This design comes from an exercise in tuning for small area and a short achievable clock period on the open sky130 flow, not from production work. Function was checked by simulation only, so behaviour that the tests miss may differ from the original. Power is estimated from default activity; no workload was simulated.

==> delta: inputs <==
==> flow/design.v <==
module bcdec (
    input  wire         clk,
    input  wire         rst,
    input  wire         in_valid,
    input  wire [511:0] data,
    input  wire [63:0]  bpar,
    input  wire [63:0]  cpar,
    output reg          out_valid,
    output wire [511:0] dout,
    output wire [1:0]   kind,
    output wire [2:0]   loc_word,
    output wire [2:0]   loc_byte,
    output wire [2:0]   loc_bit
);
    wire [63:0] bf, cm;
    genvar gi;
    generate
        for (gi = 0; gi < 64; gi = gi + 1) begin : g_par
            bcdec_par9 u_bf (.x({bpar[gi], data[8*gi +: 8]}), .y(bf[gi]));
            bcdec_par9 u_cm (.x({cpar[gi], data[448+gi], data[384+gi], data[320+gi],
                                 data[256+gi], data[192+gi], data[128+gi], data[64+gi],
                                 data[gi]}), .y(cm[gi]));
        end
    endgenerate
    wire        ab, mb, ac, mc;
    wire [31:0] n1b, n1c;
    wire [15:0] a2b, a2c;
    wire [7:0]  n3b, n3c;
    bcdec_am64 u_amb (.x(bf), .a(ab), .m(mb), .n1(n1b), .a2(a2b), .n3(n3b));
    bcdec_am64 u_amc (.x(cm), .a(ac), .m(mc), .n1(n1c), .a2(a2c), .n3(n3c));
    wire [7:0] one;
    generate
        for (gi = 0; gi < 8; gi = gi + 1) begin : g_one
            bcdec_nor2 u_one (.a(mb), .b(mc), .y(one[gi]));
        end
    endgenerate
    wire       match;
    wire [2:0] iw, ib, ic;
    bcdec_where u_where (.bf(bf), .cm(cm), .n1b(n1b), .n1c(n1c), .a2b(a2b), .a2c(a2c),
                         .n3b(n3b), .n3c(n3c), .match(match), .iw(iw), .ib(ib), .ic(ic));
    reg [511:0] data_q;
    reg [63:0]  bf_q, cm_q;
    reg         ab_q, mb_q, ac_q, mc_q, match_q;
    reg [7:0]   one_q;
    reg [2:0]   iw_q, ib_q, ic_q;
    always @(posedge clk) begin
        if (rst)
            out_valid <= 1'b0;
        else
            out_valid <= in_valid;
        data_q  <= data;
        bf_q    <= bf;
        cm_q    <= cm;
        ab_q    <= ab;
        mb_q    <= mb;
        ac_q    <= ac;
        mc_q    <= mc;
        match_q <= match;
        one_q   <= one;
        iw_q    <= iw;
        ib_q    <= ib;
        ic_q    <= ic;
    end
    wire [63:0] cmg;
    generate
        for (gi = 0; gi < 64; gi = gi + 1) begin : g_cmg
            bcdec_and2 u_cmg (.a(cm_q[gi]), .b(one_q[gi/8]), .y(cmg[gi]));
        end
    endgenerate
    generate
        for (gi = 0; gi < 512; gi = gi + 1) begin : g_fix
            bcdec_fix u_fix (.d(data_q[gi]), .a(bf_q[8*(gi/64) + (gi%64)/8]),
                             .b(cmg[gi%64]), .y(dout[gi]));
        end
    endgenerate
    bcdec_judge u_judge (.ab(ab_q), .mb(mb_q), .ac(ac_q), .mc(mc_q), .match(match_q),
                         .iw(iw_q), .ib(ib_q), .ic(ic_q), .kind(kind),
                         .loc_word(loc_word), .loc_byte(loc_byte), .loc_bit(loc_bit));
endmodule
module bcdec_xor2 (input wire a, input wire b, output wire y);
    assign y = a ^ b;
endmodule
module bcdec_par9 (input wire [8:0] x, output wire y);
    wire [3:0] l1;
    wire [1:0] l2;
    wire       l3;
    bcdec_xor2 u0 (.a(x[0]), .b(x[1]), .y(l1[0]));
    bcdec_xor2 u1 (.a(x[2]), .b(x[3]), .y(l1[1]));
    bcdec_xor2 u2 (.a(x[4]), .b(x[5]), .y(l1[2]));
    bcdec_xor2 u3 (.a(x[6]), .b(x[7]), .y(l1[3]));
    bcdec_xor2 u4 (.a(l1[0]), .b(l1[1]), .y(l2[0]));
    bcdec_xor2 u5 (.a(l1[2]), .b(l1[3]), .y(l2[1]));
    bcdec_xor2 u6 (.a(l2[0]), .b(x[8]), .y(l3));
    bcdec_xor2 u7 (.a(l3), .b(l2[1]), .y(y));
endmodule
module bcdec_fix (input wire d, input wire a, input wire b, output wire y);
    assign y = d ^ (a & b);
endmodule
module bcdec_and2 (input wire a, input wire b, output wire y);
    assign y = a & b;
endmodule
module bcdec_nor2 (input wire a, input wire b, output wire y);
    assign y = ~(a | b);
endmodule
module bcdec_nand2 (input wire a, input wire b, output wire y);
    assign y = ~(a & b);
endmodule
module bcdec_a211oi (input wire a0, input wire a1, input wire b0, input wire b1,
                     output wire y);
    assign y = ~((a0 & a1) | b0 | b1);
endmodule
module bcdec_o211ai (input wire a0, input wire a1, input wire b0, input wire b1,
                     output wire y);
    assign y = ~((a0 | a1) & b0 & b1);
endmodule
module bcdec_am64 (
    input  wire [63:0] x,
    output wire        a,
    output wire        m,
    output wire [31:0] n1,    
    output wire [15:0] a2,    
    output wire [7:0]  n3     
);
    wire [31:0] f1;
    wire [15:0] m2;
    wire [7:0]  f3;
    wire [3:0]  a4, m4;
    wire [1:0]  n5, f5;
    genvar i;
    generate
        for (i = 0; i < 32; i = i + 1) begin : g_l1
            bcdec_nor2  u_n (.a(x[2*i]), .b(x[2*i+1]), .y(n1[i]));
            bcdec_nand2 u_f (.a(x[2*i]), .b(x[2*i+1]), .y(f1[i]));
        end
        for (i = 0; i < 16; i = i + 1) begin : g_l2
            bcdec_nand2  u_a (.a(n1[2*i]), .b(n1[2*i+1]), .y(a2[i]));
            bcdec_o211ai u_m (.a0(n1[2*i]), .a1(n1[2*i+1]), .b0(f1[2*i]), .b1(f1[2*i+1]),
                              .y(m2[i]));
        end
        for (i = 0; i < 8; i = i + 1) begin : g_l3
            bcdec_nor2   u_n (.a(a2[2*i]), .b(a2[2*i+1]), .y(n3[i]));
            bcdec_a211oi u_f (.a0(a2[2*i]), .a1(a2[2*i+1]), .b0(m2[2*i]), .b1(m2[2*i+1]),
                              .y(f3[i]));
        end
        for (i = 0; i < 4; i = i + 1) begin : g_l4
            bcdec_nand2  u_a (.a(n3[2*i]), .b(n3[2*i+1]), .y(a4[i]));
            bcdec_o211ai u_m (.a0(n3[2*i]), .a1(n3[2*i+1]), .b0(f3[2*i]), .b1(f3[2*i+1]),
                              .y(m4[i]));
        end
        for (i = 0; i < 2; i = i + 1) begin : g_l5
            bcdec_nor2   u_n (.a(a4[2*i]), .b(a4[2*i+1]), .y(n5[i]));
            bcdec_a211oi u_f (.a0(a4[2*i]), .a1(a4[2*i+1]), .b0(m4[2*i]), .b1(m4[2*i+1]),
                              .y(f5[i]));
        end
    endgenerate
    bcdec_nand2  u_a (.a(n5[0]), .b(n5[1]), .y(a));
    bcdec_o211ai u_m (.a0(n5[0]), .a1(n5[1]), .b0(f5[0]), .b1(f5[1]), .y(m));
endmodule
module bcdec_where (
    input  wire [63:0] bf,
    input  wire [63:0] cm,
    input  wire [31:0] n1b,
    input  wire [31:0] n1c,
    input  wire [15:0] a2b,
    input  wire [15:0] a2c,
    input  wire [7:0]  n3b,
    input  wire [7:0]  n3c,
    output wire        match,
    output wire [2:0]  iw,
    output wire [2:0]  ib,
    output wire [2:0]  ic
);
    reg [31:0] ob, oc;
    reg [15:0] pb, pc;
    reg [7:0]  qb, qc;
    integer i;
    always @* begin
        for (i = 0; i < 32; i = i + 1) begin
            ob[i] = bf[2*i+1];
            oc[i] = cm[2*i+1];
        end
        for (i = 0; i < 16; i = i + 1) begin
            pb[i] = n1b[2*i+1];
            pc[i] = n1c[2*i+1];
        end
        for (i = 0; i < 8; i = i + 1) begin
            qb[i] = a2b[2*i+1];
            qc[i] = a2c[2*i+1];
        end
    end
    assign ib = {|qb, ~&pb, |ob};
    assign ic = {|qc, ~&pc, |oc};
    wire [2:0] lc;
    assign iw = {~&n3b[7:4], ~&{n3b[7:6], n3b[3:2]}, ~&{n3b[7], n3b[5], n3b[3], n3b[1]}};
    assign lc = {~&n3c[7:4], ~&{n3c[7:6], n3c[3:2]}, ~&{n3c[7], n3c[5], n3c[3], n3c[1]}};
    assign match = (ib == lc);
endmodule
module bcdec_judge (
    input  wire       ab,
    input  wire       mb,
    input  wire       ac,
    input  wire       mc,
    input  wire       match,
    input  wire [2:0] iw,
    input  wire [2:0] ib,
    input  wire [2:0] ic,
    output wire [1:0] kind,
    output wire [2:0] loc_word,
    output wire [2:0] loc_byte,
    output wire [2:0] loc_bit
);
    wire sb    = ab & ~mb;
    wire clean = ~ab & ~ac;
    wire k1    = sb & ac & ~mc & match;
    wire k2    = sb & ~ac;
    assign kind     = {~clean & ~k1, ~clean & ~k2};
    assign loc_word = (k1 | k2) ? iw : 3'd0;
    assign loc_byte = (k1 | k2) ? ib : 3'd0;
    assign loc_bit  = k1 ? ic : 3'd0;
endmodule
==> flow/flow/run.sh <==
#!/bin/bash
# The standard layout, with the smallest buffers on the ports in place of
# the default delay-cell buffers. Timing repair aims past the clock period so
# that the layout reaches a shorter period.
set -euo pipefail
export BUFFER_PORTS_ARGS="-buffer_cell sky130_fd_sc_hd__buf_1"
export SETUP_SLACK_MARGIN=7.6
bash standard.sh > standard_make.log 2>&1
==> flow/standard.sh <==
#!/bin/bash
# synth_recipe.tcl (not shown) runs the flow's synth.tcl, then flattens the netlist and writes it again
# the make line also repeats each setting of config.mk as NAME=value (left out here)
make -C /OpenROAD-flow-scripts/flow DESIGN_CONFIG=/design/flow/config.mk WORK_HOME=/design/flow/orfs CLKGATE_MAP_FILE= SYNTH_SCRIPT=/design/flow/synth_recipe.tcl "${@:-finish}"
==> flow/config.mk <==
export PLATFORM = sky130hd
export DESIGN_NAME = bcdec
export DESIGN_NICKNAME = bcdec
export VERILOG_FILES = /design/flow/design.v
export SDC_FILE = /design/flow/constraint.sdc
export NUM_CORES = 4
export LEC_CHECK = 0
export CAP_MARGIN = 20
export CORE_AREA = 5 5 635 155
export CTS_BUF_LIST = sky130_fd_sc_hd__clkbuf_8
export CTS_CLUSTER_SIZE = 24
export DIE_AREA = 0 0 640 160
export SLEW_MARGIN = 20
export SYNTH_HIERARCHICAL = 1
export SYNTH_MINIMUM_KEEP_SIZE = 0
==> flow/constraint.sdc <==
create_clock -name core_clock -period 12.0 [get_ports {clk}]
set_input_delay 2.4000 -clock core_clock [delete_from_list [all_inputs] [get_ports {clk}]]
set_output_delay 2.4000 -clock core_clock [all_outputs]
set_load 0.01 [all_outputs]
==> indigo (differences from delta) <==
==> flow/design.v, changed modules only <==
module bcdec (
    input  wire         clk,
    input  wire         rst,
    input  wire         in_valid,
    input  wire [511:0] data,
    input  wire [63:0]  bpar,
    input  wire [63:0]  cpar,
    output reg          out_valid,
    output wire [511:0] dout,
    output wire [1:0]   kind,
    output wire [2:0]   loc_word,
    output wire [2:0]   loc_byte,
    output wire [2:0]   loc_bit
);
    wire [63:0] bf, cm;
    genvar gi;
    generate
        for (gi = 0; gi < 64; gi = gi + 1) begin : g_par
            bcdec_par9 u_bf (.x({bpar[gi], data[8*gi +: 8]}), .y(bf[gi]));
            bcdec_par9 u_cm (.x({cpar[gi], data[448+gi], data[384+gi], data[320+gi],
                                 data[256+gi], data[192+gi], data[128+gi], data[64+gi],
                                 data[gi]}), .y(cm[gi]));
        end
    endgenerate
    wire ab, mb, ac, mc;
    bcdec_am64 u_amb (.x(bf), .a(ab), .m(mb));
    bcdec_am64 u_amc (.x(cm), .a(ac), .m(mc));
    wire [7:0] one;
    generate
        for (gi = 0; gi < 8; gi = gi + 1) begin : g_one
            bcdec_nor2 u_one (.a(mb), .b(mc), .y(one[gi]));
        end
    endgenerate
    wire       match;
    wire [2:0] iw, ib, ic;
    bcdec_where u_where (.bf(bf), .cm(cm), .match(match), .iw(iw), .ib(ib), .ic(ic));
    reg [511:0] data_q;
    reg [63:0]  bf_q, cm_q;
    reg         ab_q, mb_q, ac_q, mc_q, match_q;
    reg [7:0]   one_q;
    reg [2:0]   iw_q, ib_q, ic_q;
    always @(posedge clk) begin
        if (rst)
            out_valid <= 1'b0;
        else
            out_valid <= in_valid;
        data_q  <= data;
        bf_q    <= bf;
        cm_q    <= cm;
        ab_q    <= ab;
        mb_q    <= mb;
        ac_q    <= ac;
        mc_q    <= mc;
        match_q <= match;
        one_q   <= one;
        iw_q    <= iw;
        ib_q    <= ib;
        ic_q    <= ic;
    end
    wire [63:0] cmg;
    generate
        for (gi = 0; gi < 64; gi = gi + 1) begin : g_cmg
            bcdec_and2 u_cmg (.a(cm_q[gi]), .b(one_q[gi/8]), .y(cmg[gi]));
        end
    endgenerate
    generate
        for (gi = 0; gi < 512; gi = gi + 1) begin : g_fix
            bcdec_fix u_fix (.d(data_q[gi]), .a(bf_q[8*(gi/64) + (gi%64)/8]),
                             .b(cmg[gi%64]), .y(dout[gi]));
        end
    endgenerate
    bcdec_judge u_judge (.ab(ab_q), .mb(mb_q), .ac(ac_q), .mc(mc_q), .match(match_q),
                         .iw(iw_q), .ib(ib_q), .ic(ic_q), .kind(kind),
                         .loc_word(loc_word), .loc_byte(loc_byte), .loc_bit(loc_bit));
endmodule
module bcdec_am64 (input wire [63:0] x, output wire a, output wire m);
    wire [31:0] n1, f1;
    wire [15:0] a2, m2;
    wire [7:0]  n3, f3;
    wire [3:0]  a4, m4;
    wire [1:0]  n5, f5;
    genvar i;
    generate
        for (i = 0; i < 32; i = i + 1) begin : g_l1
            bcdec_nor2  u_n (.a(x[2*i]), .b(x[2*i+1]), .y(n1[i]));
            bcdec_nand2 u_f (.a(x[2*i]), .b(x[2*i+1]), .y(f1[i]));
        end
        for (i = 0; i < 16; i = i + 1) begin : g_l2
            bcdec_nand2  u_a (.a(n1[2*i]), .b(n1[2*i+1]), .y(a2[i]));
            bcdec_o211ai u_m (.a0(n1[2*i]), .a1(n1[2*i+1]), .b0(f1[2*i]), .b1(f1[2*i+1]),
                              .y(m2[i]));
        end
        for (i = 0; i < 8; i = i + 1) begin : g_l3
            bcdec_nor2   u_n (.a(a2[2*i]), .b(a2[2*i+1]), .y(n3[i]));
            bcdec_a211oi u_f (.a0(a2[2*i]), .a1(a2[2*i+1]), .b0(m2[2*i]), .b1(m2[2*i+1]),
                              .y(f3[i]));
        end
        for (i = 0; i < 4; i = i + 1) begin : g_l4
            bcdec_nand2  u_a (.a(n3[2*i]), .b(n3[2*i+1]), .y(a4[i]));
            bcdec_o211ai u_m (.a0(n3[2*i]), .a1(n3[2*i+1]), .b0(f3[2*i]), .b1(f3[2*i+1]),
                              .y(m4[i]));
        end
        for (i = 0; i < 2; i = i + 1) begin : g_l5
            bcdec_nor2   u_n (.a(a4[2*i]), .b(a4[2*i+1]), .y(n5[i]));
            bcdec_a211oi u_f (.a0(a4[2*i]), .a1(a4[2*i+1]), .b0(m4[2*i]), .b1(m4[2*i+1]),
                              .y(f5[i]));
        end
    endgenerate
    bcdec_nand2  u_a (.a(n5[0]), .b(n5[1]), .y(a));
    bcdec_o211ai u_m (.a0(n5[0]), .a1(n5[1]), .b0(f5[0]), .b1(f5[1]), .y(m));
endmodule
module bcdec_where (
    input  wire [63:0] bf,
    input  wire [63:0] cm,
    output wire        match,
    output wire [2:0]  iw,
    output wire [2:0]  ib,
    output wire [2:0]  ic
);
    reg [7:0] lane_b, lane_c, word_b;
    reg [2:0] rb, rc, rw;
    integer i;
    always @* begin
        lane_b = 8'd0; lane_c = 8'd0; word_b = 8'd0; rb = 3'd0; rc = 3'd0; rw = 3'd0;
        for (i = 0; i < 64; i = i + 1) begin
            lane_b[i%8] = lane_b[i%8] | bf[i];
            word_b[i/8] = word_b[i/8] | bf[i];
            lane_c[i/8] = lane_c[i/8] | cm[i];
            rc = rc | ({3{cm[i]}} & i[2:0]);
        end
        for (i = 0; i < 8; i = i + 1) begin
            rb = rb | ({3{lane_b[i]}} & i[2:0]);
            rw = rw | ({3{word_b[i]}} & i[2:0]);
        end
    end
    assign match = |(lane_b & lane_c);
    assign iw = rw;
    assign ib = rb;
    assign ic = rc;
endmodule
--- a/flow/flow/run.sh
+++ b/flow/flow/run.sh
@@ -4,5 +4,5 @@
 # that the layout reaches a shorter period.
 set -euo pipefail
 export BUFFER_PORTS_ARGS="-buffer_cell sky130_fd_sc_hd__buf_1"
-export SETUP_SLACK_MARGIN=7.6
+export SETUP_SLACK_MARGIN=7.8
 bash standard.sh > standard_make.log 2>&1
==> notes <==
In indigo the via count is higher than in delta, by 12%. Against indigo, the sequential power of delta is smaller by about 10%. Against delta, the critical path depth of indigo is lower by 8. Between indigo and delta, the lower sequential share of layout area is in indigo (gap 6.8 points). Between delta and indigo, the lower cell area is in delta (gap about 22%, measured against indigo). Against indigo, the area after synthesis of delta is smaller by about 1%. Against delta, the first-iteration DRC count of indigo is larger by about 28%. Clock power is about the same in indigo and delta.

## what the ideal ports hide
The results above use ideal ports. As a check the final layouts listed here were re-extracted and re-timed, cells and wires unchanged.
Step 1: set_driving_cell puts a clkbuf_16 on clk and a buf_2 on each other input, an assumption about the parent block.
Step 2 adds t to the input delays and takes it off the output delays; t is the mean of the earliest and latest rising clock arrival at the registers after step 1. Input paths then give back, and output paths get back, about the clock's delay inside the block.
Slacks: no drivers / after step 1 / after step 2; pairs: no drivers / after step 1.
run	t (ns)	setup slack, ns	worst setup path at the end	worst register clock-pin slew, ns	pins driven straight from the clock port
delta	0.784	7.537 / 7.539 / 6.800	input to register	0.09 / 0.09	1
indigo	0.768	7.560 / 7.519 / 6.794	input to register	0.09 / 0.09	1
After both steps every run listed still meets setup and hold. For indigo, which loses most, drivers alone change the setup slack by -0.041 ns; drivers and shift together by -0.766 ns.
